What follows belongs to an exercise in optimizing a design on an open flow for small area, a short achievable clock period and few clock cycles per item; a production flow would make more cautious choices. RTL that was checked went through simulation tests only; none was proved equivalent to the original. The RTL of runs 4 to 6 was laid out without a check of its function.

==> flow/config.mk <==
export PLATFORM = sky130hd
export DESIGN_NAME = xu_aes
export DESIGN_NICKNAME = xu_aes
export VERILOG_FILES = /design/flow/design.v
export SDC_FILE = /design/flow/constraint.sdc
export NUM_CORES = 4
export LEC_CHECK = 0
export ABC_CLOCK_PERIOD_IN_PS = 5000
export CAP_MARGIN = 20
export CORE_MARGIN = 2
export CORE_UTILIZATION = 50
export PLACE_DENSITY = 0.6
export SETUP_SLACK_MARGIN = 5
export SLEW_MARGIN = 20
==> flow/constraint.sdc <==
create_clock -name core_clock -period 10.0 [get_ports {clk}]
set_input_delay 2.0000 -clock core_clock [delete_from_list [all_inputs] [get_ports {clk}]]
set_output_delay 2.0000 -clock core_clock [all_outputs]
set_load 0.01 [all_outputs]
==> flow/design.v <==
module xu_aes_sbox_top (
    input  wire [7:0]  a,
    output wire [17:0] m
);
  wire U0, U1, U2, U3, U4, U5, U6, U7;
  assign U0 = a[7];
  assign U1 = a[6];
  assign U2 = a[5];
  assign U3 = a[4];
  assign U4 = a[3];
  assign U5 = a[2];
  assign U6 = a[1];
  assign U7 = a[0];
  wire T1, T2, T3, T4, T5, T6, T7, T8, T9, T10, T11, T12;
  wire T13, T14, T15, T16, T17, T18, T19, T20, T21, T22, T23, T24;
  wire T25, T26, T27, M1, M2, M3, M4, M5, M6, M7, M8, M9;
  wire M10, M11, M12, M13, M14, M15, M16, M17, M18, M19, M20, M21;
  wire M22, M23, M24, M25, M26, M27, M28, M29, M30, M31, M32, M33;
  wire M34, M35, M36, M37, M38, M39, M40, M41, M42, M43, M44, M45;
  wire M46, M47, M48, M49, M50, M51, M52, M53, M54, M55, M56, M57;
  wire M58, M59, M60, M61, M62, M63;
  assign T1 = U0 ^ U3;
  assign T2 = U0 ^ U5;
  assign T3 = U0 ^ U6;
  assign T4 = U3 ^ U5;
  assign T5 = U4 ^ U6;
  assign T6 = T1 ^ T5;
  assign T7 = U1 ^ U2;
  assign T8 = U7 ^ T6;
  assign T9 = U7 ^ T7;
  assign T10 = T6 ^ T7;
  assign T11 = U1 ^ U5;
  assign T12 = U2 ^ U5;
  assign T13 = T3 ^ T4;
  assign T14 = T6 ^ T11;
  assign T15 = T5 ^ T11;
  assign T16 = T5 ^ T12;
  assign T17 = T9 ^ T16;
  assign T18 = U3 ^ U7;
  assign T19 = T7 ^ T18;
  assign T20 = T1 ^ T19;
  assign T21 = U6 ^ U7;
  assign T22 = T7 ^ T21;
  assign T23 = T2 ^ T22;
  assign T24 = T2 ^ T10;
  assign T25 = T20 ^ T17;
  assign T26 = T3 ^ T16;
  assign T27 = T1 ^ T12;
  assign M1 = T13 & T6;
  assign M2 = T23 & T8;
  assign M3 = T14 ^ M1;
  assign M4 = T19 & U7;
  assign M5 = M4 ^ M1;
  assign M6 = T3 & T16;
  assign M7 = T22 & T9;
  assign M8 = T26 ^ M6;
  assign M9 = T20 & T17;
  assign M10 = M9 ^ M6;
  assign M11 = T1 & T15;
  assign M12 = T4 & T27;
  assign M13 = M12 ^ M11;
  assign M14 = T2 & T10;
  assign M15 = M14 ^ M11;
  assign M16 = M3 ^ M2;
  assign M17 = M5 ^ T24;
  assign M18 = M8 ^ M7;
  assign M19 = M10 ^ M15;
  assign M20 = M16 ^ M13;
  assign M21 = M17 ^ M15;
  assign M22 = M18 ^ M13;
  assign M23 = M19 ^ T25;
  assign M24 = M22 ^ M23;
  assign M25 = M22 & M20;
  assign M26 = M21 ^ M25;
  assign M27 = M20 ^ M21;
  assign M28 = M23 ^ M25;
  assign M29 = M28 & M27;
  assign M30 = M26 & M24;
  assign M31 = M20 & M23;
  assign M32 = M27 & M31;
  assign M33 = M27 ^ M25;
  assign M34 = M21 & M22;
  assign M35 = M24 & M34;
  assign M36 = M24 ^ M25;
  assign M37 = M21 ^ M29;
  assign M38 = M32 ^ M33;
  assign M39 = M23 ^ M30;
  assign M40 = M35 ^ M36;
  assign M41 = M38 ^ M40;
  assign M42 = M37 ^ M39;
  assign M43 = M37 ^ M38;
  assign M44 = M39 ^ M40;
  assign M45 = M42 ^ M41;
  assign M46 = M44 & T6;
  assign M47 = M40 & T8;
  assign M48 = M39 & U7;
  assign M49 = M43 & T16;
  assign M50 = M38 & T9;
  assign M51 = M37 & T17;
  assign M52 = M42 & T15;
  assign M53 = M45 & T27;
  assign M54 = M41 & T10;
  assign M55 = M44 & T13;
  assign M56 = M40 & T23;
  assign M57 = M39 & T19;
  assign M58 = M43 & T3;
  assign M59 = M38 & T22;
  assign M60 = M37 & T20;
  assign M61 = M42 & T1;
  assign M62 = M45 & T4;
  assign M63 = M41 & T2;
  assign m[0] = M46;
  assign m[1] = M47;
  assign m[2] = M48;
  assign m[3] = M49;
  assign m[4] = M50;
  assign m[5] = M51;
  assign m[6] = M52;
  assign m[7] = M53;
  assign m[8] = M54;
  assign m[9] = M55;
  assign m[10] = M56;
  assign m[11] = M57;
  assign m[12] = M58;
  assign m[13] = M59;
  assign m[14] = M60;
  assign m[15] = M61;
  assign m[16] = M62;
  assign m[17] = M63;
endmodule
module xu_aes_sbox_bot (
    input  wire [17:0] m,
    output wire [7:0]  y
);
  wire M46, M47, M48, M49, M50, M51, M52, M53, M54, M55, M56, M57, M58, M59, M60, M61, M62, M63;
  assign M46 = m[0];
  assign M47 = m[1];
  assign M48 = m[2];
  assign M49 = m[3];
  assign M50 = m[4];
  assign M51 = m[5];
  assign M52 = m[6];
  assign M53 = m[7];
  assign M54 = m[8];
  assign M55 = m[9];
  assign M56 = m[10];
  assign M57 = m[11];
  assign M58 = m[12];
  assign M59 = m[13];
  assign M60 = m[14];
  assign M61 = m[15];
  assign M62 = m[16];
  assign M63 = m[17];
  wire L0, L1, L2, L3, L4, L5, L6, L7, L8, L9, L10, L11;
  wire L12, L13, L14, L15, L16, L17, L18, L19, L20, L21, L22, L23;
  wire L24, L25, L26, L27, L28, L29;
  assign L0 = M61 ^ M62;
  assign L1 = M50 ^ M56;
  assign L2 = M46 ^ M48;
  assign L3 = M47 ^ M55;
  assign L4 = M54 ^ M58;
  assign L5 = M49 ^ M61;
  assign L6 = M62 ^ L5;
  assign L7 = M46 ^ L3;
  assign L8 = M51 ^ M59;
  assign L9 = M52 ^ M53;
  assign L10 = M53 ^ L4;
  assign L11 = M60 ^ L2;
  assign L12 = M48 ^ M51;
  assign L13 = M50 ^ L0;
  assign L14 = M52 ^ M61;
  assign L15 = M55 ^ L1;
  assign L16 = M56 ^ L0;
  assign L17 = M57 ^ L1;
  assign L18 = M58 ^ L8;
  assign L19 = M63 ^ L4;
  assign L20 = L0 ^ L1;
  assign L21 = L1 ^ L7;
  assign L22 = L3 ^ L12;
  assign L23 = L18 ^ L2;
  assign L24 = L15 ^ L9;
  assign L25 = L6 ^ L10;
  assign L26 = L7 ^ L9;
  assign L27 = L8 ^ L10;
  assign L28 = L11 ^ L14;
  assign L29 = L11 ^ L17;
  assign y[7] = L6 ^ L24;
  assign y[6] = ~(L16 ^ L26);
  assign y[5] = ~(L19 ^ L28);
  assign y[4] = L6 ^ L21;
  assign y[3] = L20 ^ L22;
  assign y[2] = L25 ^ L29;
  assign y[1] = ~(L13 ^ L27);
  assign y[0] = ~(L6 ^ L23);
endmodule
module xu_aes_sbox (
    input  wire [7:0] a,
    output wire [7:0] y
);
  wire [17:0] m;
  xu_aes_sbox_top u_top (.a(a), .m(m));
  xu_aes_sbox_bot u_bot (.m(m), .y(y));
endmodule
module xu_aes (
    input  wire         clk,
    input  wire         rst,         
    input  wire         in_valid,
    output wire         in_ready,
    input  wire         in_key256,   
    input  wire [255:0] in_key,
    input  wire [127:0] in_block,
    output reg          out_valid,
    output wire [127:0] out_data
);
  function [7:0] xtime;
    input [7:0] b;
    xtime = {b[6:0], 1'b0} ^ (b[7] ? 8'h1b : 8'h00);
  endfunction
  reg         q_act;       
  reg         q_k256;
  reg  [3:0]  q_rnd;       
  reg  [7:0]  q_rcon;
  reg         q_rot;       
  reg [127:0] q_state;
  reg [127:0] q_ka;        
  reg [127:0] q_kb;        
  reg         p_act;
  reg         p_k256;
  reg  [3:0]  p_rnd;       
  reg         p_last;      
  reg  [7:0]  p_rcon;
  reg         p_rot;
  reg [287:0] p_m;         
  reg  [71:0] p_km;        
  reg [127:0] p_ka;
  reg [127:0] p_kb;
  assign out_data = q_state;
  wire order_ok = !q_act || !q_k256 || (q_rnd >= 4'd4);
  assign in_ready = !p_act && order_ok;
  wire [287:0] m_nxt;
  wire  [71:0] km_nxt;
  genvar gi;
  generate
    for (gi = 0; gi < 16; gi = gi + 1) begin : g_sa
      xu_aes_sbox_top u_top (.a(q_state[8*gi +: 8]), .m(m_nxt[18*gi +: 18]));
    end
    for (gi = 0; gi < 4; gi = gi + 1) begin : g_ka
      xu_aes_sbox_top u_top (.a(q_kb[96 + 8*gi +: 8]), .m(km_nxt[18*gi +: 18]));
    end
  endgenerate
  always @(posedge clk) begin
    if (rst)
      p_act <= 1'b0;
    else
      p_act <= q_act;
    p_k256 <= q_k256;
    p_rnd  <= q_rnd + 4'd1;
    p_last <= q_k256 ? (q_rnd == 4'd13) : (q_rnd == 4'd9);
    p_rcon <= q_rcon;
    p_rot  <= q_rot;
    p_m    <= m_nxt;
    p_km   <= km_nxt;
    p_ka   <= q_ka;
    p_kb   <= q_kb;
  end
  wire [127:0] sb;
  wire  [31:0] ksub;
  generate
    for (gi = 0; gi < 16; gi = gi + 1) begin : g_sb
      xu_aes_sbox_bot u_bot (.m(p_m[18*gi +: 18]), .y(sb[8*gi +: 8]));
    end
    for (gi = 0; gi < 4; gi = gi + 1) begin : g_kb
      xu_aes_sbox_bot u_bot (.m(p_km[18*gi +: 18]), .y(ksub[8*gi +: 8]));
    end
  endgenerate
  wire [127:0] sr;
  generate
    for (gi = 0; gi < 16; gi = gi + 1) begin : g_shift
      assign sr[8*gi +: 8] = sb[8*((gi + 4*(gi % 4)) % 16) +: 8];
    end
  endgenerate
  wire [127:0] mx;
  generate
    for (gi = 0; gi < 4; gi = gi + 1) begin : g_mix
      wire [7:0] a0 = sr[32*gi +: 8];
      wire [7:0] a1 = sr[32*gi + 8 +: 8];
      wire [7:0] a2 = sr[32*gi + 16 +: 8];
      wire [7:0] a3 = sr[32*gi + 24 +: 8];
      wire [7:0] t  = a0 ^ a1 ^ a2 ^ a3;
      assign mx[32*gi +: 8]      = t ^ xtime(a0 ^ a1);
      assign mx[32*gi + 8 +: 8]  = t ^ xtime(a1 ^ a2);
      assign mx[32*gi + 16 +: 8] = t ^ xtime(a2 ^ a3);
      assign mx[32*gi + 24 +: 8] = t ^ xtime(a3 ^ a0);
    end
  endgenerate
  wire [31:0]  kw_rot  = {ksub[7:0], ksub[31:8]};
  wire [31:0]  rc      = {24'd0, p_rot ? p_rcon : 8'd0};
  wire [31:0]  k0      = p_ka[31:0] ^ rc;
  wire [31:0]  k1      = k0 ^ p_ka[63:32];
  wire [31:0]  k2      = k1 ^ p_ka[95:64];
  wire [31:0]  k3      = k2 ^ p_ka[127:96];
  wire [31:0]  kw_t    = p_rot ? kw_rot : ksub;
  wire [127:0] knext   = {k3, k2, k1, k0} ^ {4{kw_t}};
  wire [127:0] k128    = {k3, k2, k1, k0} ^ {4{kw_rot}};
  wire [127:0] rkey    = p_k256 ? p_kb : k128;
  wire [127:0] addend    = p_act ? rkey : in_block ^ in_key[127:0];
  wire [127:0] state_nxt = (sr & {128{p_act}}) ^ (mx & {128{p_act && !p_last}}) ^ addend;
  always @(posedge clk) begin
    if (rst) begin
      q_act     <= 1'b0;
      out_valid <= 1'b0;
    end else begin
      q_act     <= p_act ? !p_last : (in_valid && order_ok);
      out_valid <= p_act && p_last;
    end
    q_state <= state_nxt;
    if (p_act) begin
      q_k256 <= p_k256;
      q_rnd  <= p_rnd;
      q_rcon <= p_rot ? xtime(p_rcon) : p_rcon;
      q_rot  <= !p_k256 || !p_rot;
      q_ka   <= p_k256 ? p_kb : knext;
      q_kb   <= knext;
    end else begin
      q_k256 <= in_key256;
      q_rnd  <= 4'd0;
      q_rcon <= 8'h01;
      q_rot  <= 1'b1;
      q_ka   <= in_key[127:0];
      q_kb   <= in_key256 ? in_key[255:128] : in_key[127:0];
    end
  end
endmodule
==> flow/flow/run.sh <==
#!/bin/bash
# Standard ORFS layout (the standard.sh) with two changes:
#  - synthesis: the same script as the standard synthesis, except that abc maps the
#    logic with flow/abc_nf.script (an area-oriented &nf mapping) in place of ORFS's
#    abc script; registers, flattening and renaming are exactly as the standard synthesis.
#  - port buffering: every input and output port still gets a buffer, but a buf_1 instead
#    of ORFS's default choice.
set -euo pipefail
W=$(pwd)
cat > "$W/my_synth.tcl" <<EOT
proc abc {args} {
  set i [lsearch -exact \$args -script]
  if {\$i >= 0} { set args [lreplace \$args \$i [expr {\$i + 1}] -script $W/flow/abc_nf.script] }
  puts "abc with flow/abc_nf.script: \$args"
  yosys abc {*}\$args
}
source $W/synth_recipe.tcl
EOT
bash standard.sh SYNTH_SCRIPT="$W/my_synth.tcl" \
  BUFFER_PORTS_ARGS="-buffer_cell sky130_fd_sc_hd__buf_1" finish > "$W/standard.log" 2>&1
==> flow/flow/abc_nf.script <==
strash
&get -n
&fraig -x
&put
scorr
dc2
dretime
strash
&get -n
&dch -f
&nf {D}
&put
buffer -c
topo
stime -c
upsize -c
dnsize -c
==> flow/standard.sh <==
#!/bin/bash
# synth_recipe.tcl (not shown) runs the flow's synth.tcl, then flattens the netlist and writes it again
# the make line also repeats each setting of config.mk as NAME=value (left out here)
make -C /OpenROAD-flow-scripts/flow DESIGN_CONFIG=/design/flow/config.mk WORK_HOME=/design/flow/orfs CLKGATE_MAP_FILE= SYNTH_SCRIPT=/design/flow/synth_recipe.tcl "${@:-finish}"
==> results of run 1 <==
[cell usage after synthesis, types with 4 or more instances]
master / instances / share of area
xnor2_1: 1475 / 0.22
dfxtp_1: 1032 / 0.36
nor2_1: 784 / 0.051
xor2_1: 775 / 0.12
o21ai_0: 584 / 0.050
nand2_1: 322 / 0.021
a21oi_1: 222 / 0.019
clkbuf_1: 185 / 0.012
o211ai_1: 171 / 0.022
inv_1: 131 / 0.0085
nand2b_1: 101 / 0.011
nor2b_1: 67 / 0.0072
and2_1: 55 / 0.0059
o22ai_1: 46 / 0.0050
ha_1: 42 / 0.0090
o2bb2ai_1: 41 / 0.0062
o31ai_1: 36 / 0.0047
a22oi_1: 33 / 0.0043
mux2i_1: 33 / 0.0057
a31oi_1: 30 / 0.0032
a21o_1: 27 / 0.0035
a211oi_1: 24 / 0.0031
xnor3_1: 24 / 0.0093
nand3_1: 21 / 0.0018
o21ai_1: 21 / 0.0018
buf_1: 19 / 0.0012
xnor2_2: 17 / 0.0048
and3_1: 16 / 0.0017
o21bai_1: 16 / 0.0021
xor2_2: 16 / 0.0045
mux2_2: 15 / 0.0029
nor3_1: 13 / 0.0011
o21a_1: 11 / 0.0014
nor4_1: 10 / 0.0011
o22a_1: 10 / 0.0015
or2_2: 10 / 0.0011
o211a_1: 9 / 0.0016
a22o_1: 7 / 0.0011
or3_1: 7 / 0.00075
a211o_1: 6 / 0.00090
a21boi_0: 6 / 0.00077
nor3b_1: 5 / 0.00065
o311a_1: 4 / 0.00069
[kinds of logic after synthesis]
family                   Yosys count  share of synthesized area
adder cells (fa/ha/maj)           42                   0.009042
flip-flops                      1032                     0.3555
AO/OA/AOI/OAI                   1324                     0.1369
XOR/XNOR                        2312                     0.3598
AND/OR/NAND/NOR                 1438                     0.1075
buffers and inverters            345                    0.02269
multiplexers                      48                   0.008590
[how the worst max path moves through the flow]
stage | startpoint | end | slack [ns] | cells past startpoint
after global placement | q_state[83] | p_m[196] | 5.94 | 12
final | q_state[83] | p_m[196] | 5.91 | 12
after floorplan | q_kb[103] | p_km[16] | 6.63 | 13
after detailed placement | q_state[83] | p_m[196] | 5.95 | 12
after CTS | q_state[83] | p_m[187] | 5.89 | 12
after global routing | q_state[83] | p_m[196] | 5.74 | 12
[cells in the final DEF, fill, tap and decap left out, types with 17 or more instances in the layout]
| cell type | instances |
|---|---|
| clkinv_2 | 17 |
| clkbuf_8 | 22 |
| xnor2_1 | 1469 |
| nor2b_1 | 67 |
| o2bb2ai_1 | 41 |
| o21ai_0 | 583 |
| dfxtp_1 | 1029 |
| o211ai_1 | 171 |
| xnor2_2 | 23 |
| o22ai_1 | 46 |
| a21o_1 | 27 |
| clkbuf_1 | 32 |
| o31ai_1 | 32 |
| buf_1 | 516 |
| xnor3_1 | 24 |
| xor2_1 | 775 |
| nand3_1 | 21 |
| nand2b_1 | 100 |
| ha_1 | 42 |
| a21oi_1 | 222 |
| inv_1 | 130 |
| o21ai_1 | 22 |
| mux2i_1 | 33 |
| nor2_1 | 784 |
| and2_1 | 55 |
| clkbuf_16 | 110 |
| a22oi_1 | 33 |
| buf_4 | 80 |
| nand2_1 | 322 |
| a31oi_1 | 30 |
| a211oi_1 | 24 |
[area by class of cell]
class / count / area, um^2
diodes: 1 / 2.502
multi-input cells: 5164 / 36210
repair buffers: 598 / 2565
clock inverters: 38 / 571.8
inverters: 133 / 511.7
fillers: 10640 / 50120
well taps: 1524 / 1907
flip-flops and latches: 1032 / 20670
clock buffers: 164 / 3176
[state kept, by name (all words and copies together), names as in the netlist]
name / cells
p_k256: 1
out_valid: 1
q_rcon: 8
q_kb: 128
p_rnd: 4
q_ka: 128
p_km: 72
p_rcon: 8
p_rot: 1
p_last: 1
q_rot: 1
p_kb: 128
p_act: 1
q_state: 128
q_rnd: 4
q_k256: 1
p_ka: 128
p_m: 288
q_act: 1
[worst reg2reg max path, delay by kind of cell (launching register included)]
family          cells  cell delay [ns]
compound gates      2             0.50
xor+xnor            5             1.47
fa+ha+maj           1             0.23
flops               1             0.72
simple gates        4             1.06
[routing by layer]
metal | track usage | wire (um) | up-vias
met5 | 0 | 22 | -
met3 | 0.05799 | 16280 | 340
met2 | 0.5243 | 90560 | 1773
li1 | - | - | 22550
met1 | 0.4593 | 89470 | 22350
met4 | 0.1309 | 8999 | 4
[metrics by stage]
stage	cells	cell area [um^2]
6_report	8654	65620
5_1_grt	8653	65610
4_1_cts	8653	65610
3_5_place_dp	8451	61870
3_3_place_gp	8450	61850
2_1_floorplan	6541	58120
==> out/summary.txt, run 1 <==
Routed Antenna Nets = 0
Vias after detailed routing = 47020
Tcrit/Tclk final = 0.4091
DP HPWL = 165100 um
Worst R2R Start = q_state[83]
Worst hold stages = 0
HP Start = q_ka[113]
Final design utilization = 0.5669
P&R area growth vs syn = 12.90%
Largest delay contributor family on the critical path = XOR/XNOR gates
Worst Path Arrival = 4.68 ns
Critical path's largest stage delay = 0.72 ns
Setup crit end kind = flip-flop
GR Overflow Total = 0
IO Port Bufs = 517
Dpl ws = 5.953 ns
First-pass GRT wire length = 293100 um
Worst hold path type = flip-flop to flip-flop
H-tree depth = 3
Yosys warns = 1
Share of cells above drive strength 1 = 0.04839
Die Height = 344.9 um
Post-CTS Hold Fix Bufs = 0
Syn Nets = 6971
Die width = 344.9 um
CP most frequent cell = xnor2_1
Final Wtd Congestion = 1.017
TritonCTS clock tree = done
Crit Reg-Reg Endpoint = p_m[196]
Max-cap violations = 0
Synth Area per Inst = 8.885 um^2
Tmin final = 4.091 ns
Final hold vios = 0
Worst-Skew Late Latency = 0.71 ns
Worst-margin pin slew = 1.300 ns
Post-CTS sizing = 0
CTS buffer count = 110
Clock-pin slew on the worst setup and hold paths = 0.06 ns
Largest net degree at the start of global routing = 170
Setup TNS = 0 ns
Final worst setup slack = 5.909 ns
Clk sinks = 1032
Pins over their slew limit = 0
Die Footprint = 0.1190 mm^2
Critical Path Slowest Stage Cell = dfxtp_1
Register bit total from synthesis = 1032
Hold Path End = p_ka[113]
Fmax = 244.4 MHz
Setup bufs post-CTS = 0
Ys flop type = dfxtp_1
Outcome = timing/DRC/antenna clean
Initial core utilization = 0.5022
Core area = 0.1157 mm^2
Setup violations, final = 0
Count of different cell masters after synthesis = 78
Ys async rst share = 0
I/O pin cnt = 518
Max Clock Skew = 0.01774 ns
Overall routing resource usage = 0.3351
Unrepaired setup endpoints after global routing = false
DR iter-0 viols = 3973
Vias/cell = 5.433
CP startpoint kind = flip-flop
Pre-antenna DRT Iters = 6
DRC Markers = 0
Gate Count Post-Synth = 6541
R2R setup slack = 5.91 ns
Mapped cell area = 0.05812 mm^2
CTS max path bufs = 3
Critical-path maximum fanout = 6
Buf/Inv on CP = 0
Post-synthesis sequential area ratio = 0.3555
Final WL = 205300 um
Relative slew slack = 0.1239
Wire length per cell = 23.73 um
Initial antenna violation count = 6
Crit Path Class = flip-flop to flip-flop
EDFF count, synth = 0
CP required = 10.59 ns
Worst path cell trace = xnor2_4, xnor2_1, xnor2_1, ha_1, or3_1, nand2_1, xnor3_1, o2111ai_1, o311ai_4, xnor2_1, and3_1, nor3_1
Nets = 7469
CTS root buf = clkbuf_16
Vias in the first global route = 44500
Hold Slack = 0.3162 ns
R2R depth = 12
# rows = 125
Testbench counts, summed over its fixed seeds: cycles 26,824, blocks 2,048.
==> inputs of run 2 (changes only) <==
==> flow/flow/run.sh (replaced) <==
#!/bin/bash
set -euo pipefail
W=$(pwd)
SETUP_MARGIN=6.5
cat > "$W/my_synth.tcl" <<EOT
proc abc {args} {
  set i [lsearch -exact \$args -script]
  if {\$i >= 0} { set args [lreplace \$args \$i [expr {\$i + 1}] -script $W/flow/abc_nf.script] }
  puts "abc with flow/abc_nf.script: \$args"
  yosys abc {*}\$args
}
source $W/synth_recipe.tcl
EOT
bash standard.sh SYNTH_SCRIPT="$W/my_synth.tcl" \
  BUFFER_PORTS_ARGS="-buffer_cell sky130_fd_sc_hd__buf_1" \
  SETUP_SLACK_MARGIN="$SETUP_MARGIN" finish > "$W/standard.log" 2>&1
==> run 2 against run 1 <==
Sequential share of layout area decreased by 1.1 points. Core utilization increased by 2.4 points. Hold slack got worse by 0.00092 ns.
==> out/summary.txt, run 2 <==
H-tree depth = 3 (unchanged)
CTS max path bufs = 3 (unchanged)
Ys flop type = dfxtp_1
Worst-margin pin slew = 1.185 ns (-0.1153 ns)
CP required = 10.56 ns (-0.03 ns)
CTS buffer count = 110 (unchanged)
Wire length per cell = 23.89 um (+0.70%)
First-pass GRT wire length = 294800 um (+0.58%)
Synth top cells by count = xnor2_1 (1475), dfxtp_1 (1032), nor2_1 (784)
Critical Path Slowest Stage Cell = buf_4
Initial antenna violation count = 9 (+3)
Worst Path Arrival = 4.13 ns (-0.55 ns)
Worst hold path type = flip-flop to flip-flop
Core area = 0.1157 mm^2 (unchanged)
Tcrit/Tclk final = 0.3575 (-0.05162)
Critical path's largest stage delay = 0.68 ns (-0.04 ns)
Vias after detailed routing = 47420 (+0.86%)
Register bit total from synthesis = 1032 (unchanged)
Worst path cell trace = buf_12, buf_4, buf_6, o211ai_1, o31ai_1, xnor2_1
Max FFs per register = 288 (unchanged)
CP startpoint kind = flip-flop
R2R depth = 6 (-6)
Gate Count Post-Synth = 6541 (unchanged)
Final worst setup slack = 6.425 ns (+0.5162 ns)
Tmin final = 3.575 ns (-0.5162 ns)
Max Clock Skew = 0.02106 ns (+0.003327 ns)
Post-CTS Hold Fix Bufs = 0 (unchanged)
Pre-antenna DRT Iters = 6 (unchanged)
Yosys top cell by area = dfxtp_1
Setup violations, final = 0 (unchanged)
Max-cap violations = 0 (unchanged)
Yosys warns = 1 (unchanged)
DP HPWL = 165100 um (unchanged)
Die width = 344.9 um (unchanged)
Unrepaired setup endpoints after global routing = true
DRC Markers = 0 (unchanged)
Final Wtd Congestion = 1.017 (unchanged)
I/O pin cnt = 518 (unchanged)
# rows = 125 (unchanged)
Most common cell after layout, fill and taps aside = xnor2_1
Crit Path Class = flip-flop to flip-flop
Clk sinks = 1032 (unchanged)
Initial core utilization = 0.5022 (unchanged)
Overall routing resource usage = 0.3371 (+0.001979)
Mapped cell area = 0.05812 mm^2 (unchanged)
Largest net degree at the start of global routing = 170 (unchanged)
Share of cells above drive strength 1 = 0.1046 (+0.05624)
Die Height = 344.9 um (unchanged)
Critical-path maximum fanout = 169 (+163)
Most frequent cells in the layout = xnor2_1 (1323), dfxtp_1 (943), nor2_1 (782)
Worst-Skew Late Latency = 0.71 ns (about the same)
Cell with the most instances after synthesis = xnor2_1
Synth top area cells = dfxtp_1 (36%), xnor2_1 (22%), xor2_1 (12%)
EDFF count, synth = 0 (unchanged)
Final WL = 208200 um (+1.4%)
Largest Register = p_m
GR Overflow Total = 0 (unchanged)
Setup crit end kind = flip-flop
P&R area growth vs syn = 17.67%
Hold Slack = 0.3153 ns (-0.0009180 ns)
Pins over their slew limit = 0 (unchanged)
Clock-pin slew on the worst setup and hold paths = 0.06 ns (about the same)
TritonCTS clock tree = done
Ys async rst share = 0 (unchanged)
Routed Antenna Nets = 0 (unchanged)
Synth top area share = 0.3555 (unchanged)
Dpl ws = 5.953 ns (unchanged)
Die Footprint = 0.1190 mm^2 (unchanged)
Syn Nets = 6971 (unchanged)
Fmax = 279.7 MHz (+14%)
Synth Area per Inst = 8.885 um^2 (unchanged)
DR iter-0 viols = 4173 (+5.0%)
Worst hold stages = 0 (unchanged)
IO Port Bufs = 517 (unchanged)
Vias in the first global route = 44800 (+0.67%)
CTS root buf = clkbuf_16
Vias/cell = 5.443 (+0.18%)
Outcome = timing/DRC/antenna clean
Count of different cell masters after synthesis = 78 (unchanged)
Relative slew slack = 0.2047 (+0.08075)
Post-synthesis sequential area ratio = 0.3555 (unchanged)
Nets = 7527 (+0.78%)
Final hold vios = 0 (unchanged)
Setup TNS = 0 ns (unchanged)
==> run 2: cell types whose count changed in the layout (fill, tap and decap cells not counted), moves of 11 or more <==
cell	change
xnor2_1	-146
xnor2_2	+117
dfxtp_1	-86
dfxtp_2	+69
buf_4	+52
xor2_1	-49
xor2_2	+43
xnor2_4	+29
dfxtp_4	+17
o21ai_0	-15
buf_2	+11
o21ai_1	+11
xnor3_1	-11
xnor3_2	+11
==> run 2: final timing paths <==
kind | startpoint | endpoint | slack, ns
min | q_ka[113] | p_ka[113] | 0.32
max reg2reg | p_act | q_state[50] | 6.43
max | p_act | q_state[50] | 6.43
min reg2reg | q_ka[113] | p_ka[113] | 0.32
==> run 2: repair_timing <==
item                                    CTS  global route
hold endpoints to repair                  0             0
endpoints found under the setup margin  224           227
setup buffers                            10            48
gates resized for setup                 174           257
cloned                                    0             0
pin swaps                                10            35
==> run 2: routing by layer <==
metal / GRT usage / wire (um) / vias to the layer above / part of all wire
met5: 0 / 36 / - / 0.00017
met4: 0.1319 / 8977 / 6 / 0.043
met3: 0.06316 / 16850 / 340 / 0.081
met2: 0.5289 / 92630 / 1774 / 0.44
met1: 0.4578 / 89670 / 22650 / 0.43
li1: - / - / 22650 / -
==> run 2: layout make-up <==
class	instances	area, um^2
Clock inverter	38	571.8
Multi-Input combinational cell	5164	38350
Timing Repair Buffer	656	3047
Fill cell	10370	47350
Inverter	133	511.7
Clock buffer	164	3176
Sequential cell	1032	20820
Antenna cell	2	5.005
Tap cell	1524	1907
==> run 2: stage by stage <==
stage / std cells / utilization / cell area (um^2)
after floorplan: 6541 / - / 58120
after global placement: 8450 / 0.5344 / 61850
after detailed placement: 8451 / 0.5345 / 61870
after CTS: 8663 / 0.5757 / 66620
after global routing: 8711 / 0.5908 / 68380
final: 8713 / 0.5909 / 68390
==> run 2: logic make-up (layout without fill, tap and decap cells) <==
| kind of cell | after synthesis | count (layout) | synth area share |
|---|---|---|---|
| adders and majority gates | 42 | 42 | 0.009042 |
| xor gates and xnor gates | 2312 | 2312 | 0.3598 |
| muxes | 48 | 48 | 0.008590 |
| other | 0 | 2 | 0 |
| DFF | 1032 | 1032 | 0.3555 |
| AOI/OAI and AO/OA | 1324 | 1324 | 0.1369 |
| buffers and inverters | 345 | 991 | 0.02269 |
| and+or+nand+nor | 1438 | 1438 | 0.1075 |
==> run 2: worst max-delay path: cells and delay by family (launching register included) <==
family / cells / cell delay [ns]
buffers and inverters: 3 / 1.61
AO/OA/AOI/OAI: 2 / 0.83
flip-flops: 1 / 0.51
XOR/XNOR: 1 / 0.15
==> inputs of run 3 (changes only) <==
==> flow/flow/abc_nf.script (replaced) <==
strash
&get -n
&fraig -x
&put
scorr
dc2
dretime
strash
&get -n
&dch -f
&nf -R 10
&put
buffer -c
topo
stime -c
upsize -c
dnsize -c
==> run 3 against run 2 <==
Still clean on timing, DRC and antenna. Clock skew up 0.035 ns. Setup slack worse by 0.020 ns. Non-clock buffer count shrank 17. Register-to-register slack improved by 0.13 ns. Wire length up 1.6%. Critical path depth decreased by 3. Via count fell by 1.2%. Final cell count shrank 1.2%. Cell area shrank 1.6%. Critical path type is now flip-flop to output pin. Critical endpoint is now in_ready. Largest cell class unchanged.
==> out/summary.txt, run 3 <==
Crit. Startpoint = q_k256
Crit Path Class = flip-flop to output pin
Dpl ws = 5.730 ns (-0.2224 ns)
CTS buffer count = 111 (+0.91%)
GR Overflow Total = 0 (unchanged)
Routed Antenna Nets = 0 (unchanged)
Max FFs per register = 288 (unchanged)
Final Wtd Congestion = 0.9715 (-4.5%)
Worst R2R Start = p_rot
Clock-pin slew on the worst setup and hold paths = 0.07 ns (about the same)
Die width = 343.7 um (-0.37%)
Most common cell after layout, fill and taps aside = xnor2_1
Core area = 0.1143 mm^2 (-1.2%)
Yosys warns = 1 (unchanged)
Clk sinks = 1032 (unchanged)
Initial core utilization = 0.5045 (+0.002357)
Synth Area per Inst = 8.926 um^2 (+0.46%)
IO Port Bufs = 517 (unchanged)
R2R setup slack = 6.56 ns (+0.13 ns)
Die Height = 343.7 um (-0.37%)
Initial antenna violation count = 9 (unchanged)
Vias after detailed routing = 46870 (-1.2%)
Final worst setup slack = 6.406 ns (-0.01965 ns)
Relative slew slack = 0.2016 (-0.003067)
P&R area growth vs syn = 16.67%
Gate Count Post-Synth = 6463 (-1.2%)
Largest net degree at the start of global routing = 157 (-7.6%)
Placed cells = 8362 (-1.1%)
Most frequent cells in the layout = xnor2_1 (1317), dfxtp_1 (955), nor2_1 (764)
Synth top cells by count = xnor2_1 (1462), dfxtp_1 (1032), nor2_1 (764)
Ys flop type = dfxtp_1
Critical Path Slowest Stage Cell = dfxtp_4
Pre-antenna DRT Iters = 6 (unchanged)
Setup TNS = 0 ns (unchanged)
Tcrit/Tclk final = 0.3594 (+0.001965)
CP startpoint kind = flip-flop
Synth top area cells = dfxtp_1 (36%), xnor2_1 (22%), xor2_1 (12%)
Worst-margin pin slew = 1.185 ns (+0.00002685 ns)
Nets = 7439 (-1.2%)
Syn Nets = 6893 (-1.1%)
Largest Register = p_m
Tmin final = 3.594 ns (+0.01965 ns)
Vias/cell = 5.444 (about the same)
CTS root buf = clkbuf_16
DRC Markers = 0 (unchanged)
R2R depth = 9 (+3)
Unrepaired setup endpoints after global routing = true
Critical-path maximum fanout = 3 (-98%)
Worst-Skew Late Latency = 0.75 ns (+0.04 ns)
TritonCTS clock tree = done
Final design utilization = 0.5886 (-0.002242)
Worst Path Arrival = 1.59 ns (-2.54 ns)
DP HPWL = 165800 um (+0.44%)
EDFF count, synth = 0 (unchanged)
I/O pin cnt = 518 (unchanged)
CP required = 8.00 ns (-2.56 ns)
Fmax = 278.2 MHz (-0.55%)
Die Footprint = 0.1181 mm^2 (-0.73%)
Crit Reg-Reg Endpoint = q_state[100]
Count of different cell masters after synthesis = 61 (-22%)
Setup violations, final = 0 (unchanged)
H-tree depth = 3 (unchanged)
Share of cells above drive strength 1 = 0.1009 (-0.003731)
Worst hold path type = flip-flop to flip-flop
Synth top area share = 0.3581 (+0.002644)
Wire length per cell = 24.58 um (+2.9%)
Post-CTS Hold Fix Bufs = 0 (unchanged)
DR iter-0 viols = 4608 (+10%)
Hold Slack = 0.3148 ns (-0.0004750 ns)
Yosys top cell by area = dfxtp_1
Vias in the first global route = 44250 (-1.2%)
# rows = 124 (-0.80%)
Final WL = 211600 um (+1.6%)
Overall routing resource usage = 0.3456 (+0.008473)
Outcome = timing/DRC/antenna clean
Final hold vios = 0 (unchanged)
Pins over their slew limit = 0 (unchanged)
Critical path's largest stage delay = 0.41 ns (-0.27 ns)
Non-Filler Instances = 8609 (-1.2%)
CP Capture Point = in_ready
First-pass GRT wire length = 298000 um (+1.1%)
Max-cap violations = 0 (unchanged)
Post-synthesis sequential area ratio = 0.3581 (+0.002644)
Setup crit end kind = output pin
Cell with the most instances after synthesis = xnor2_1
Register bit total from synthesis = 1032 (unchanged)
Worst path cell trace = nor2b_4, a31oi_4, buf_6
CTS max path bufs = 3 (unchanged)
Ys async rst share = 0 (unchanged)
Mapped cell area = 0.05769 mm^2 (-0.74%)
Layout fillers = 10350 (-0.28%)
Max Clock Skew = 0.05652 ns (+0.03545 ns)
## run 3: cell families after synthesis
group                      Yosys count  synth area share
and+or+nand+nor                   1395            0.1029
adders and majority gates           42          0.009109
AOI/OAI and AO/OA                 1257            0.1291
buffers and inverters              366           0.02392
xor gates and xnor gates          2324            0.3684
DFF                               1032            0.3581
muxes                               47          0.008502
## run 3: how the worst min path moves through the flow
| stage | start | endpoint | slack [ns] | cells past startpoint |
|---|---|---|---|---|
| CTS | q_ka[53] | p_ka[53] | 0.32 | 0 |
| detailed placement | q_ka[117] | p_ka[117] | 0.31 | 0 |
| global placement | q_ka[68] | p_ka[68] | 0.31 | 0 |
| finish | q_ka[53] | p_ka[53] | 0.31 | 0 |
| global route | q_kb[11] | p_kb[11] | 0.32 | 0 |
| floorplan | q_ka[0] | p_ka[0] | 0.31 | 0 |
## run 3: timing repair
action                                  4_1_cts  5_1_grt
cloned                                        0        2
endpoints found under the setup margin      191      244
pin swaps                                     5       22
gates resized for setup                     124      189
buffers inserted                              9       35
## run 3: stage by stage
stage               cell area, um^2
global placement              61440
finish                        67310
global route                  67310
detailed placement            61440
CTS                           65900
floorplan                     57690
## run 3: cell type report
type	count	area [um^2]	share of cell area
sequential	1032	20770	0.3086
inverter	160	613.1	0.009109
clock buffer	157	3221	0.04785
antenna	1	2.502	0.00003718
tap	1512	1892	0.02811
multi-input combinational	5065	37230	0.5531
clock inverter	43	560.5	0.008328
timing repair buffer	639	3018	0.04484
## run 3: critical path: cells and delay by family (launching register included)
kind	cells	cell delay [ns]
DFF	1	0.41
and+or+nand+nor	1	0.20
buffers and inverters	1	0.13
AOI/OAI and AO/OA	1	0.10
## run 3: metal layers
layer,wire length (um),vias to the layer above,global-route usage
met5,30,-,0
met4,9370,4,0.1320
met3,18180,378,0.06184
met2,92040,2001,0.5283
met1,91950,22360,0.4840
li1,-,22130,-
==> inputs of run 4 (changes only) <==
--- a/flow/design.v
+++ b/flow/design.v
@@ -217,6 +217,7 @@
     xtime = {b[6:0], 1'b0} ^ (b[7] ? 8'h1b : 8'h00);
   endfunction
-  reg         q_act;       
-  reg         q_k256;
+  localparam NC = 8;
+  reg [NC-1:0] q_act;      
+  reg [NC-1:0] q_k256;
   reg  [3:0]  q_rnd;       
   reg  [7:0]  q_rcon;
@@ -225,8 +226,8 @@
   reg [127:0] q_ka;        
   reg [127:0] q_kb;        
-  reg         p_act;
-  reg         p_k256;
+  reg [NC-1:0] p_act;
+  reg [NC-1:0] p_k256;
   reg  [3:0]  p_rnd;       
-  reg         p_last;      
+  reg [NC-1:0] p_last;     
   reg  [7:0]  p_rcon;
   reg         p_rot;
@@ -236,9 +237,17 @@
   reg [127:0] p_kb;
   assign out_data = q_state;
-  wire order_ok = !q_act || !q_k256 || (q_rnd >= 4'd4);
-  assign in_ready = !p_act && order_ok;
+  genvar gi;
+  wire order_ok = !q_act[0] || !q_k256[0] || (q_rnd >= 4'd4);
+  assign in_ready = !p_act[0] && order_ok;
+  wire [127:0] act_w, k256_w, last_w;
+  generate
+    for (gi = 0; gi < 128; gi = gi + 1) begin : g_ctl
+      assign act_w[gi]  = p_act[gi / 16];
+      assign k256_w[gi] = p_k256[gi / 16];
+      assign last_w[gi] = p_last[gi / 16];
+    end
+  endgenerate
   wire [287:0] m_nxt;
   wire  [71:0] km_nxt;
-  genvar gi;
   generate
     for (gi = 0; gi < 16; gi = gi + 1) begin : g_sa
@@ -251,10 +260,10 @@
   always @(posedge clk) begin
     if (rst)
-      p_act <= 1'b0;
+      p_act <= {NC{1'b0}};
     else
       p_act <= q_act;
     p_k256 <= q_k256;
     p_rnd  <= q_rnd + 4'd1;
-    p_last <= q_k256 ? (q_rnd == 4'd13) : (q_rnd == 4'd9);
+    p_last <= (q_k256 & {NC{q_rnd == 4'd13}}) | (~q_k256 & {NC{q_rnd == 4'd9}});
     p_rcon <= q_rcon;
     p_rot  <= q_rot;
@@ -303,30 +312,33 @@
   wire [127:0] knext   = {k3, k2, k1, k0} ^ {4{kw_t}};
   wire [127:0] k128    = {k3, k2, k1, k0} ^ {4{kw_rot}};
-  wire [127:0] rkey    = p_k256 ? p_kb : k128;
-  wire [127:0] addend    = p_act ? rkey : in_block ^ in_key[127:0];
-  wire [127:0] state_nxt = (sr & {128{p_act}}) ^ (mx & {128{p_act && !p_last}}) ^ addend;
+  wire [127:0] rkey    = (k256_w & p_kb) | (~k256_w & k128);
+  wire [127:0] round_out = sr ^ (mx & ~last_w) ^ rkey;
+  wire [127:0] state_nxt = (act_w & round_out) | (~act_w & (in_block ^ in_key[127:0]));
+  wire [127:0] ka_run = (k256_w & p_kb) | (~k256_w & knext);
+  wire [127:0] kb_in  = {in_key256 ? in_key[255:224] : in_key[127:96], in_key[223:128]};
+  integer c;
   always @(posedge clk) begin
-    if (rst) begin
-      q_act     <= 1'b0;
-      out_valid <= 1'b0;
-    end else begin
-      q_act     <= p_act ? !p_last : (in_valid && order_ok);
-      out_valid <= p_act && p_last;
+    for (c = 0; c < NC; c = c + 1) begin
+      if (rst)
+        q_act[c] <= 1'b0;
+      else
+        q_act[c] <= p_act[c] ? !p_last[c] : (in_valid && order_ok);
+      q_k256[c] <= p_act[c] ? p_k256[c] : in_key256;
     end
+    if (rst)
+      out_valid <= 1'b0;
+    else
+      out_valid <= p_act[0] && p_last[0];
     q_state <= state_nxt;
-    if (p_act) begin
-      q_k256 <= p_k256;
+    q_ka    <= (act_w & ka_run) | (~act_w & in_key[127:0]);
+    q_kb    <= (act_w & knext) | (~act_w & kb_in);
+    if (p_act[0]) begin
       q_rnd  <= p_rnd;
       q_rcon <= p_rot ? xtime(p_rcon) : p_rcon;
-      q_rot  <= !p_k256 || !p_rot;
-      q_ka   <= p_k256 ? p_kb : knext;
-      q_kb   <= knext;
+      q_rot  <= !p_k256[0] || !p_rot;
     end else begin
-      q_k256 <= in_key256;
       q_rnd  <= 4'd0;
       q_rcon <= 8'h01;
       q_rot  <= 1'b1;
-      q_ka   <= in_key[127:0];
-      q_kb   <= in_key256 ? in_key[255:128] : in_key[127:0];
     end
   end
==> run 4 against run 3 <==
Clock skew is 0.026 ns lower. Cell area is 1.5% higher. Sequential cell count is 35 higher. Synthesized area is 0.28% lower.
==> out/summary.txt, run 4 <==
Outcome = timing/DRC/antenna clean
Vias/cell = 5.329 (-2.1%)
Unrepaired setup endpoints after global routing = true
Worst-Skew Late Latency = 0.73 ns (-0.02 ns)
R2R depth = 11 (+2)
Max-cap violations = 0 (unchanged)
Setup violations, final = 0 (unchanged)
Largest Register = p_m
Grt met2 use = 0.5213 (-0.006957)
Die Footprint = 0.1178 mm^2 (-0.28%)
P&R area growth vs syn = 18.78%
Pre-antenna DRT Iters = 6 (unchanged)
Yosys top cell by area = dfxtp_1
Max FFs per register = 288 (unchanged)
Cell with the most instances after synthesis = xnor2_1
Routed Antenna Nets = 0 (unchanged)
Most common cell after layout, fill and taps aside = xnor2_1
First-pass GRT wire length = 287100 um (-3.7%)
Worst hold stages = 0 (unchanged)
EDFF count, synth = 0 (unchanged)
Largest net degree at the start of global routing = 101 (-36%)
Crit. Startpoint = q_k256[0]
Crit Reg-Reg Endpoint = q_state[55]
Clk sinks = 1067 (+3.4%)
Most frequent cells in the layout = xnor2_1 (1307), dfxtp_1 (976), xor2_1 (769)
Ys flop type = dfxtp_1
GR Overflow Total = 0 (unchanged)
I/O pin cnt = 518 (unchanged)
Synth top cells by count = xnor2_1 (1476), dfxtp_1 (1067), xor2_1 (836)
Post-synthesis sequential area ratio = 0.3713 (+0.01318)
Syn Nets = 6666 (-3.3%)
Final WL = 203300 um (-3.9%)
H-tree depth = 3 (unchanged)
Gate Count Post-Synth = 6236 (-3.5%)
Worst-margin pin slew = 1.254 ns (+0.06924 ns)
Final design utilization = 0.5984 (+0.009796)
Yosys warns = 1 (unchanged)
Synth Area in XOR/XNOR = 0.3911 (+0.02272)
Die Height = 343.2 um (-0.14%)
Nets = 7278 (-2.2%)
Vias after detailed routing = 45070 (-3.8%)
Met1 Use GR = 0.4542 (-0.02974)
Vias in the first global route = 42930 (-3.0%)
Register bit total from synthesis = 1067 (+3.4%)
Max Clock Skew = 0.03084 ns (-0.02568 ns)
DRC Markers = 0 (unchanged)
Relative slew slack = 0.1609 (-0.04064)
Setup TNS = 0 ns (unchanged)
Worst hold path type = flip-flop to flip-flop
Clock-pin slew on the worst setup and hold paths = 0.06 ns (about the same)
Layout fillers = 10120 (-2.2%)
Initial antenna violation count = 10 (+1)
CP required = 8.00 ns (about the same)
Share of cells above drive strength 1 = 0.1270 (+0.02613)
Post-CTS Hold Fix Bufs = 0 (unchanged)
IO Port Bufs = 517 (unchanged)
Compound-Gate Fraction of Synth Area = 0.1107 (-0.01841)
Fraction of the mapped netlist area in adder cells = 0.009135 (+0.00002556)
R2R setup slack = 6.45 ns (-0.11 ns)
Tmin final = 3.621 ns (+0.02630 ns)
Ys async rst share = 0 (unchanged)
Mux share of post-synthesis cell area = 0.006590 (-0.001912)
Final hold vios = 0 (unchanged)
Synth top area cells = dfxtp_1 (37%), xnor2_1 (22%), xor2_1 (13%)
Final Wtd Congestion = 0.9796 (+0.83%)
DR iter-0 viols = 3682 (-20%)
GRT busiest layer = met2
Synth Area per Inst = 9.225 um^2 (+3.4%)
Initial core utilization = 0.5038 (-0.0007280)
Synth top area share = 0.3713 (+0.01318)
Overall routing resource usage = 0.3343 (-0.01134)
Setup crit end kind = output pin
CP startpoint kind = flip-flop
Met3 usage = 0.05441 (-0.007426)
Wire length per cell = 24.04 um (-2.2%)
Count of different cell masters after synthesis = 64 (+4.9%)
CTS root buf = clkbuf_16
Fmax = 276.2 MHz (-0.73%)
TritonCTS clock tree = done
CP Capture Point = in_ready
Core area = 0.1142 mm^2 (-0.14%)
Mapped cell area = 0.05753 mm^2 (-0.28%)
Die width = 343.2 um (-0.14%)
Hold Slack = 0.3069 ns (-0.007974 ns)
Worst Path Arrival = 1.62 ns (+0.03 ns)
Crit Path Class = flip-flop to output pin
Combinational family with the most area after synthesis = XOR/XNOR gates
# rows = 124 (unchanged)
Tcrit/Tclk final = 0.3621 (+0.002630)
Critical-path maximum fanout = 3 (unchanged)
CTS max path bufs = 3 (unchanged)
Pins over their slew limit = 0 (unchanged)
CTS buffer count = 113 (+1.8%)
DP HPWL = 162800 um (-1.8%)
Synth Area in Simple Gates = 0.09456 (-0.008324)
Worst R2R Start = p_m[69]
run 4: cell count changes in the layout (fill, tap and decap cells not counted), sizes merged, moves of 28 or more:
cell	before	now
a21oi	212	339
buf	635	675
dfxtp	1032	1067
inv	163	82
nand2	355	383
nand2b	126	24
nor2	769	731
o211ai	205	82
o21a	6	133
o21ai	592	398
o2bb2ai	30	2
xor2	786	880
run 4: repair_timing:
action                                  4_1_cts  5_1_grt
gates resized for setup                     177      247
setup buffers                                14       69
gates cloned                                  1        0
endpoints found under the setup margin      180      212
pin swaps                                    10       52
run 4: critical path, cell delays in order (launching register included):
cell      delay, ns
dfxtp_2        0.34
nor4bb_4       0.35
nor2_1         0.06
buf_2          0.14
run 4: kinds of logic (layout without fill, tap and decap cells):
group / Yosys count / count (layout)
fa+ha+maj: 42 / 42
simple gates: 1311 / 1311
compound gates: 1092 / 1092
mux: 36 / 36
other cells: 0 / 2
buf+inv: 251 / 958
xor+xnor: 2437 / 2437
flops: 1067 / 1067
run 4: worst min path at each step:
stage	start	to	slack [ns]
2_1_floorplan	q_ka[0]	p_ka[0]	0.31
6_report	q_ka[81]	p_ka[81]	0.31
3_5_place_dp	q_rot	p_rot	0.31
5_1_grt	q_kb[67]	p_kb[67]	0.32
4_1_cts	q_ka[43]	p_ka[43]	0.31
3_3_place_gp	q_kb[0]	p_kb[0]	0.31
run 4: layout make-up:
type                            count  area (um^2)  area share
Antenna cell                        2        5.005  0.00007324
Clock buffer                      153         3249     0.04755
Clock inverter                     57        661.9    0.009686
Inverter                           72        270.3    0.003955
Multi-Input combinational cell   4918        37520      0.5491
Sequential cell                  1067        21510      0.3148
Tap cell                         1512         1892     0.02768
Timing Repair Buffer              676         3222     0.04715
run 4: metal layers:
metal,vias up,wire [um]
met4,10,10750
met1,21520,86820
met3,395,15330
met5,-,67
li1,21320,-
met2,1826,90350
run 4: stage by stage:
stage	instance area [um^2]	instances	worst slack, ns
after global routing	68330	8455	6.322
after floorplan	57530	6236	6.583
after CTS	66310	8386	6.297
final	68340	8457	6.379
after global placement	61290	8161	5.858
after detailed placement	61320	8161	6.004
==> inputs of run 5 (changes only) <==
--- a/flow/design.v
+++ b/flow/design.v
@@ -226,8 +226,9 @@
   reg [127:0] q_ka;        
   reg [127:0] q_kb;        
-  reg [NC-1:0] p_act;
+  reg         p_act;
   reg [NC-1:0] p_k256;
   reg  [3:0]  p_rnd;       
   reg [NC-1:0] p_last;     
+  reg [NC-1:0] p_cont;     
   reg  [7:0]  p_rcon;
   reg         p_rot;
@@ -236,12 +237,13 @@
   reg [127:0] p_ka;
   reg [127:0] p_kb;
-  assign out_data = q_state;
+  reg [127:0] r_out;       
+  assign out_data = r_out;
   genvar gi;
   wire order_ok = !q_act[0] || !q_k256[0] || (q_rnd >= 4'd4);
-  assign in_ready = !p_act[0] && order_ok;
+  assign in_ready = !p_cont[0] && order_ok;
   wire [127:0] act_w, k256_w, last_w;
   generate
     for (gi = 0; gi < 128; gi = gi + 1) begin : g_ctl
-      assign act_w[gi]  = p_act[gi / 16];
+      assign act_w[gi]  = p_cont[gi / 16];
       assign k256_w[gi] = p_k256[gi / 16];
       assign last_w[gi] = p_last[gi / 16];
@@ -260,10 +262,14 @@
   always @(posedge clk) begin
     if (rst)
-      p_act <= {NC{1'b0}};
+      p_act <= 1'b0;
     else
-      p_act <= q_act;
+      p_act <= q_act[0];
     p_k256 <= q_k256;
     p_rnd  <= q_rnd + 4'd1;
     p_last <= (q_k256 & {NC{q_rnd == 4'd13}}) | (~q_k256 & {NC{q_rnd == 4'd9}});
+    if (rst)
+      p_cont <= {NC{1'b0}};
+    else
+      p_cont <= q_act & ~((q_k256 & {NC{q_rnd == 4'd13}}) | (~q_k256 & {NC{q_rnd == 4'd9}}));
     p_rcon <= q_rcon;
     p_rot  <= q_rot;
@@ -323,15 +329,16 @@
         q_act[c] <= 1'b0;
       else
-        q_act[c] <= p_act[c] ? !p_last[c] : (in_valid && order_ok);
-      q_k256[c] <= p_act[c] ? p_k256[c] : in_key256;
+        q_act[c] <= p_cont[c] || (in_valid && order_ok);
+      q_k256[c] <= p_cont[c] ? p_k256[c] : in_key256;
     end
     if (rst)
       out_valid <= 1'b0;
     else
-      out_valid <= p_act[0] && p_last[0];
+      out_valid <= p_act && p_last[0];
     q_state <= state_nxt;
+    r_out   <= round_out;
     q_ka    <= (act_w & ka_run) | (~act_w & in_key[127:0]);
     q_kb    <= (act_w & knext) | (~act_w & kb_in);
-    if (p_act[0]) begin
+    if (p_cont[0]) begin
       q_rnd  <= p_rnd;
       q_rcon <= p_rot ? xtime(p_rcon) : p_rcon;
==> run 5 against run 4 <==
First-iteration DRC count grew 9.5%. Count of clock-buffer cells in the layout rose by 44. Clock skew decreased by 0.0024 ns. Highest routed layer unchanged. Sequential cell count grew 129. Fmax fell by 0.32%. Largest cell class unchanged. Global-route usage is 0.26 points higher.
==> out/summary.txt, run 5 <==
Outcome = timing/DRC/antenna clean
Unrepaired setup endpoints after global routing = true
Pre-antenna DRT Iters = 6 (unchanged)
IO Port Bufs = 517 (unchanged)
Ys async rst share = 0 (unchanged)
Wire length per cell = 24.52 um (+2.0%)
Hold Slack = 0.3005 ns (-0.006327 ns)
Cell with the most instances after synthesis = xnor2_1
Max FFs per register = 288 (unchanged)
DRC Markers = 0 (unchanged)
Yosys top cell by area = dfxtp_1
Final worst setup slack = 6.368 ns (-0.01171 ns)
Share of cells above drive strength 1 = 0.1155 (-0.01149)
Largest Register = p_m
Clk sinks = 1196 (+12%)
Compound-Gate Fraction of Synth Area = 0.09921 (-0.01147)
Pins over their slew limit = 0 (unchanged)
Dpl ws = 5.647 ns (-0.3576 ns)
Final Wtd Congestion = 0.9680 (-1.2%)
Setup crit end kind = output pin
Vias in the first global route = 43350 (+0.99%)
Core area = 0.1195 mm^2 (+4.6%)
Final WL = 212300 um (+4.4%)
Mapped cell area = 0.05999 mm^2 (+4.3%)
Synth Area per Inst = 9.470 um^2 (+2.7%)
Final hold vios = 0 (unchanged)
I/O pin cnt = 518 (unchanged)
Worst R2R Start = p_m[123]
Yosys warns = 1 (unchanged)
Crit Path Class = flip-flop to output pin
Setup violations, final = 0 (unchanged)
# rows = 127 (+2.4%)
Largest net degree at the start of global routing = 100 (-0.99%)
DR iter-0 viols = 4033 (+9.5%)
Syn Nets = 6765 (+1.5%)
Dpl cell area = 0.06382 mm^2 (+4.1%)
Count of different cell masters after synthesis = 60 (-6.3%)
Synth top area share = 0.3991 (+0.02779)
Non-Filler Instances = 8659 (+2.4%)
CTS root buf = clkbuf_16
Setup TNS = 0 ns (unchanged)
Overall routing resource usage = 0.3369 (+0.002633)
Vias/cell = 5.217 (-2.1%)
EDFF count, synth = 0 (unchanged)
Worst hold stages = 0 (unchanged)
Fraction of the mapped netlist area in adder cells = 0.008759 (-0.0003753)
P&R area growth vs syn = 18.80% (about the same)
Routed Antenna Nets = 0 (unchanged)
Clock-pin slew on the worst setup and hold paths = 0.06 ns (about the same)
Cell area after layout = 0.07127 mm^2 (+4.3%)
Max-cap violations = 0 (unchanged)
Post-synthesis sequential area ratio = 0.3991 (+0.02779)
Synth Area in XOR/XNOR = 0.3791 (-0.01202)
Gate Count Post-Synth = 6335 (+1.6%)
Critical-path maximum fanout = 2 (-1)
Fmax = 275.3 MHz (-0.32%)
Initial core utilization = 0.5021 (-0.001739)
Vias after detailed routing = 45170 (+0.23%)
HP Start = q_ka[70]
CTS max path bufs = 3 (unchanged)
Worst hold path type = flip-flop to flip-flop
DP HPWL = 169600 um (+4.2%)
Die Height = 350.4 um (+2.1%)
First-pass GRT wire length = 296500 um (+3.3%)
R2R depth = 12 (+1)
Register bit total from synthesis = 1196 (+12%)
Synth Area in Simple Gates = 0.08982 (-0.004740)
Synth top area cells = dfxtp_1 (40%), xnor2_1 (23%), xor2_1 (11%)
CTS buffer count = 134 (+19%)
Hold Path End = p_ka[70]
Mux share of post-synthesis cell area = 0.006340 (-0.0002499)
Layout fillers = 10600 (+4.8%)
Nets = 7369 (+1.3%)
Combinational family with the most area after synthesis = XOR/XNOR gates
Tcrit/Tclk final = 0.3632 (+0.001171)
Worst-Skew Late Latency = 0.77 ns (+0.04 ns)
Initial antenna violation count = 11 (+1)
R2R setup slack = 6.52 ns (+0.07 ns)
Relative slew slack = 0.2267 (+0.06576)
Die width = 350.4 um (+2.1%)
Most frequent cells in the layout = xnor2_1 (1397), dfxtp_1 (1143), xor2_1 (696)
Ys flop type = dfxtp_1
CP required = 8.00 ns (about the same)
Tmin final = 3.632 ns (+0.01171 ns)
Post-CTS Hold Fix Bufs = 0 (unchanged)
CP startpoint kind = flip-flop
GR Overflow Total = 0 (unchanged)
Placed cells = 8354 (+2.4%)
TritonCTS clock tree = done
Worst-margin pin slew = 1.159 ns (-0.09564 ns)
Most common cell after layout, fill and taps aside = xnor2_1
Worst Path Arrival = 1.63 ns (about the same)
H-tree depth = 4 (+1)
Max Clock Skew = 0.02848 ns (-0.002352 ns)
Die Footprint = 0.1228 mm^2 (+4.2%)
Crit Reg-Reg Endpoint = q_state[108]
Synth top cells by count = xnor2_1 (1579), dfxtp_1 (1196), xor2_1 (755)
run 5: kinds of logic (layout without fill, tap and decap cells):
family                   after synthesis  after routing
adder cells (fa/ha/maj)               42             42
multiplexers                          36             36
AND/OR/NAND/NOR                     1313           1313
other                                  0              2
buffers and inverters                262            972
AO/OA/AOI/OAI                       1023           1023
XOR/XNOR                            2463           2463
flip-flops                          1196           1196
run 5: critical path: stages (launching register included):
cell,delay [ns]
dfxtp_4,0.34
nand3b_1,0.17
o21a_1,0.21
buf_2,0.14
run 5: how the worst max path moves through the flow:
stage / from / to / cells after the start / slack (ns)
final: q_rnd[2] / in_ready / 3 / 6.37
after global routing: q_rnd[2] / in_ready / 3 / 6.36
after CTS: q_rnd[2] / in_ready / 3 / 6.33
after detailed placement: p_rot / q_state[103] / 12 / 5.65
after global placement: p_rot / q_state[103] / 12 / 5.75
after floorplan: q_state[7] / p_m[16] / 12 / 6.79
run 5: metrics by stage:
step / util
final: 0.5964
after global routing: 0.5964
after CTS: 0.5806
after detailed placement: 0.5341
after global placement: 0.5340
after floorplan: -
run 5: per-layer routing:
metal,routed length [um],global-route usage,up-vias
met1,90420,0.4438,21600
li1,-,-,21520
met3,14130,0.05249,389
met2,97310,0.5428,1654
met4,10360,0.1556,8
met5,64,0,-
run 5: what timing repair did:
action / in CTS / in global routing
gates resized for setup: 135 / 223
pin swaps: 6 / 39
endpoints found under the hold margin: 0 / 0
setup buffers: 7 / 54
setup endpoints to repair: 215 / 250
run 5: layout make-up:
class,instances,area (um^2),area share
inverter,90,341.6,0.004793
clock buffer,197,4049,0.05681
sequential,1196,24030,0.3372
timing repair buffer,640,2945,0.04133
multi-input combinational,4877,37370,0.5243
tap,1612,2017,0.02830
antenna,2,5.005,0.00007022
clock inverter,45,518.0,0.007268
==> inputs of run 6 (changes only) <==
--- a/flow/design.v
+++ b/flow/design.v
@@ -241,5 +241,18 @@
   genvar gi;
   wire order_ok = !q_act[0] || !q_k256[0] || (q_rnd >= 4'd4);
-  assign in_ready = !p_cont[0] && order_ok;
+  reg  r_ready;
+  assign in_ready = r_ready;
+  wire       lastq0     = q_k256[0] ? (q_rnd == 4'd13) : (q_rnd == 4'd9);
+  wire       p_cont_n   = q_act[0] && !lastq0;
+  wire       q_act_n    = p_cont[0] || (in_valid && order_ok);
+  wire       q_k256_n   = p_cont[0] ? p_k256[0] : in_key256;
+  wire [3:0] q_rnd_n    = p_cont[0] ? p_rnd : 4'd0;
+  wire       order_ok_n = !q_act_n || !q_k256_n || (q_rnd_n >= 4'd4);
+  always @(posedge clk) begin
+    if (rst)
+      r_ready <= 1'b1;
+    else
+      r_ready <= !p_cont_n && order_ok_n;
+  end
   wire [127:0] act_w, k256_w, last_w;
   generate
==> run 6 against run 5 <==
Non-clock buffer count up 7. Final cell count up 0.23%. Critical path depth up 6. First-iteration DRC count down 6.0%. Sequential share of layout area up 0.15 points. Fmax up 2.5%. Hold slack better by 0.012 ns. Global-route usage down 1.8 points. Largest cell class unchanged.
==> out/summary.txt, run 6 <==
CP required = 10.54 ns (+2.54 ns)
Mapped cell area = 0.06021 mm^2 (+0.36%)
Vias in the first global route = 42820 (-1.2%)
Worst path cell trace = xor2_2, xnor2_2, xnor2_1, xnor2_1, xor2_1, o21ai_0, xnor2_1, nand2_1, o21ai_0
Outcome = timing/DRC/antenna clean
Max FFs per register = 288 (unchanged)
Nets = 7391 (+0.30%)
Met3 WL = 12210 um (-14%)
Ys flop type = dfxtp_1
Met2 wire length = 92940 um (-4.5%)
Crit Reg-Reg Endpoint = q_state[44]
Final WL = 203300 um (-4.2%)
Yosys warns = 1 (unchanged)
Unrepaired setup endpoints after global routing = true
Tmin final = 3.544 ns (-0.08849 ns)
CTS root buf = clkbuf_16
Gate Count Post-Synth = 6352 (+0.27%)
Top routing layer in use = met5
Initial core utilization = 0.5032 (+0.001163)
DP HPWL = 162200 um (-4.4%)
Wire length per cell = 23.43 um (-4.4%)
Post-CTS Hold Fix Bufs = 0 (unchanged)
First-pass GRT wire length = 284900 um (-3.9%)
Relative slew slack = 0.2373 (+0.01060)
Final hold vios = 0 (unchanged)
Worst hold path type = flip-flop to flip-flop
Syn Nets = 6782 (+0.25%)
Worst-Skew Late Latency = 0.76 ns (about the same)
Synth Area per Inst = 9.479 um^2 (about the same)
CTS buffer count = 131 (-2.2%)
Crit Path Class = flip-flop to flip-flop
Setup crit end kind = flip-flop
Routed Antenna Nets = 0 (unchanged)
Most frequent cells in the layout = xnor2_1 (1391), dfxtp_1 (1164), xor2_1 (714)
Pins over their slew limit = 0 (unchanged)
Final design utilization = 0.5927 (-0.003752)
Clk sinks = 1197 (+0.084%)
Setup TNS = 0 ns (unchanged)
DRC Markers = 0 (unchanged)
EDFF count, synth = 0 (unchanged)
Vias after detailed routing = 45020 (-0.33%)
Critical Path Slowest Stage Cell = xnor2_1
CTS max path bufs = 3 (unchanged)
Final Wtd Congestion = 1.002 (+3.5%)
Register bit total from synthesis = 1197 (+0.084%)
Max-cap violations = 0 (unchanged)
Pre-antenna DRT Iters = 6 (unchanged)
Synth top cells by count = xnor2_1 (1556), dfxtp_1 (1197), xor2_1 (765)
## run 6: changes by cell type after synthesis, moves of 4 or more
cell / delta
xnor2_4: +5
clkbuf_8: -6
o21a_1: +9
clkbuf_1: +4
xor2_1: +10
inv_1: +4
xnor2_1: -23
nor2b_1: -7
xor2_4: +6
nand2_1: +9
a21o_1: +5
## run 6: layout make-up
cell class	count	area, um^2
sequential	1197	24020
antenna	1	2.502
timing repair buffer	647	2963
fill	10640	48740
clock inverter	52	599.3
inverter	94	352.8
tap	1612	2017
clock buffer	186	3749
multi-input combinational	4890	37210
## run 6: worst min path at each step
| stage | from | end | cells past startpoint |
|---|---|---|---|
| floorplan | q_ka[0] | p_ka[0] | 0 |
| global placement | q_kb[75] | p_kb[75] | 0 |
| detailed placement | q_ka[5] | p_ka[5] | 0 |
| CTS | q_ka[111] | p_ka[111] | 0 |
| global route | q_kb[1] | p_kb[1] | 0 |
| finish | q_ka[111] | p_ka[111] | 0 |
## run 6: kinds of logic (layout without fill, tap and decap cells)
family,count (synthesis),count (layout),synth area share
xor+xnor,2460,2460,0.3804
simple gates,1319,1319,0.08964
flops,1197,1197,0.3980
compound gates,1033,1033,0.1003
buf+inv,265,979,0.01662
fa+ha+maj,42,42,0.008727
mux,36,36,0.006338
other cells,0,1,0
## run 6: stage by stage
step	area [um^2]	worst slack (ns)	std cells	hold slack, ns
finish	70920	6.456	8679	0.3120
detailed placement	64160	5.863	8384	0.3121
floorplan	60210	6.790	6352	0.3096
global route	70910	6.438	8678	0.3226
global placement	64160	5.950	8384	0.3099
CTS	69040	6.458	8624	0.3121
## run 6: repair_timing
item	in CTS	in global routing
endpoints found under the hold margin	0	0
pin swaps	3	38
setup endpoints to repair	155	248
setup buffers	2	54
gates resized for setup	75	216
## run 6: worst reg2reg max path: cells and delay by family, from the launching register on
kind             cells  cell delay (ns)
XOR/XNOR             6             2.12
flip-flops           1             0.39
AO/OA/AOI/OAI        2             0.71
AND/OR/NAND/NOR      1             0.12
## run 6: metal layers
metal  vias to the layer above  global-route usage
li1                      21610                   -
met3                       333             0.03865
met1                     21530              0.4328
met4                         4              0.1370
met2                      1553              0.5123
met5                         -                   0

==> separate check: timing with driven ports <==
No port has a modelled driver above. Below, the same layouts with a new extraction and two added sets of constraints. Step 1, drivers: a clkbuf_16 drives clk and a buf_2 each remaining input, both assumed. Step 2 adds t to the input delays and takes it off the output delays; t is the mean of the earliest and latest rising clock arrival at the registers after step 1. Input paths then give back, and output paths get back, about the clock's delay inside the block. a / b / c = ideal ports / drivers / drivers and shift; a / b = the first two.
run	t (ns)	setup slack, ns	worst slew at a driven data input, ns	cell pins on the clock port's net
run 1	0.776	5.909 / 5.909 / 5.909	0.16	1
run 2	0.777	6.425 / 6.425 / 5.993	0.16	1
run 3	0.802	6.406 / 6.327 / 5.876	0.18	1
run 4	0.797	6.379 / 6.301 / 6.221	0.17	1
run 5	0.831	6.368 / 6.288 / 6.239	0.16	1
run 6	0.818	6.456 / 6.439 / 6.310	0.08	1
After both steps setup and hold are still met in every run listed. For run 3, which loses most, drivers alone change the setup slack by -0.079 ns; drivers and shift together by -0.530 ns.
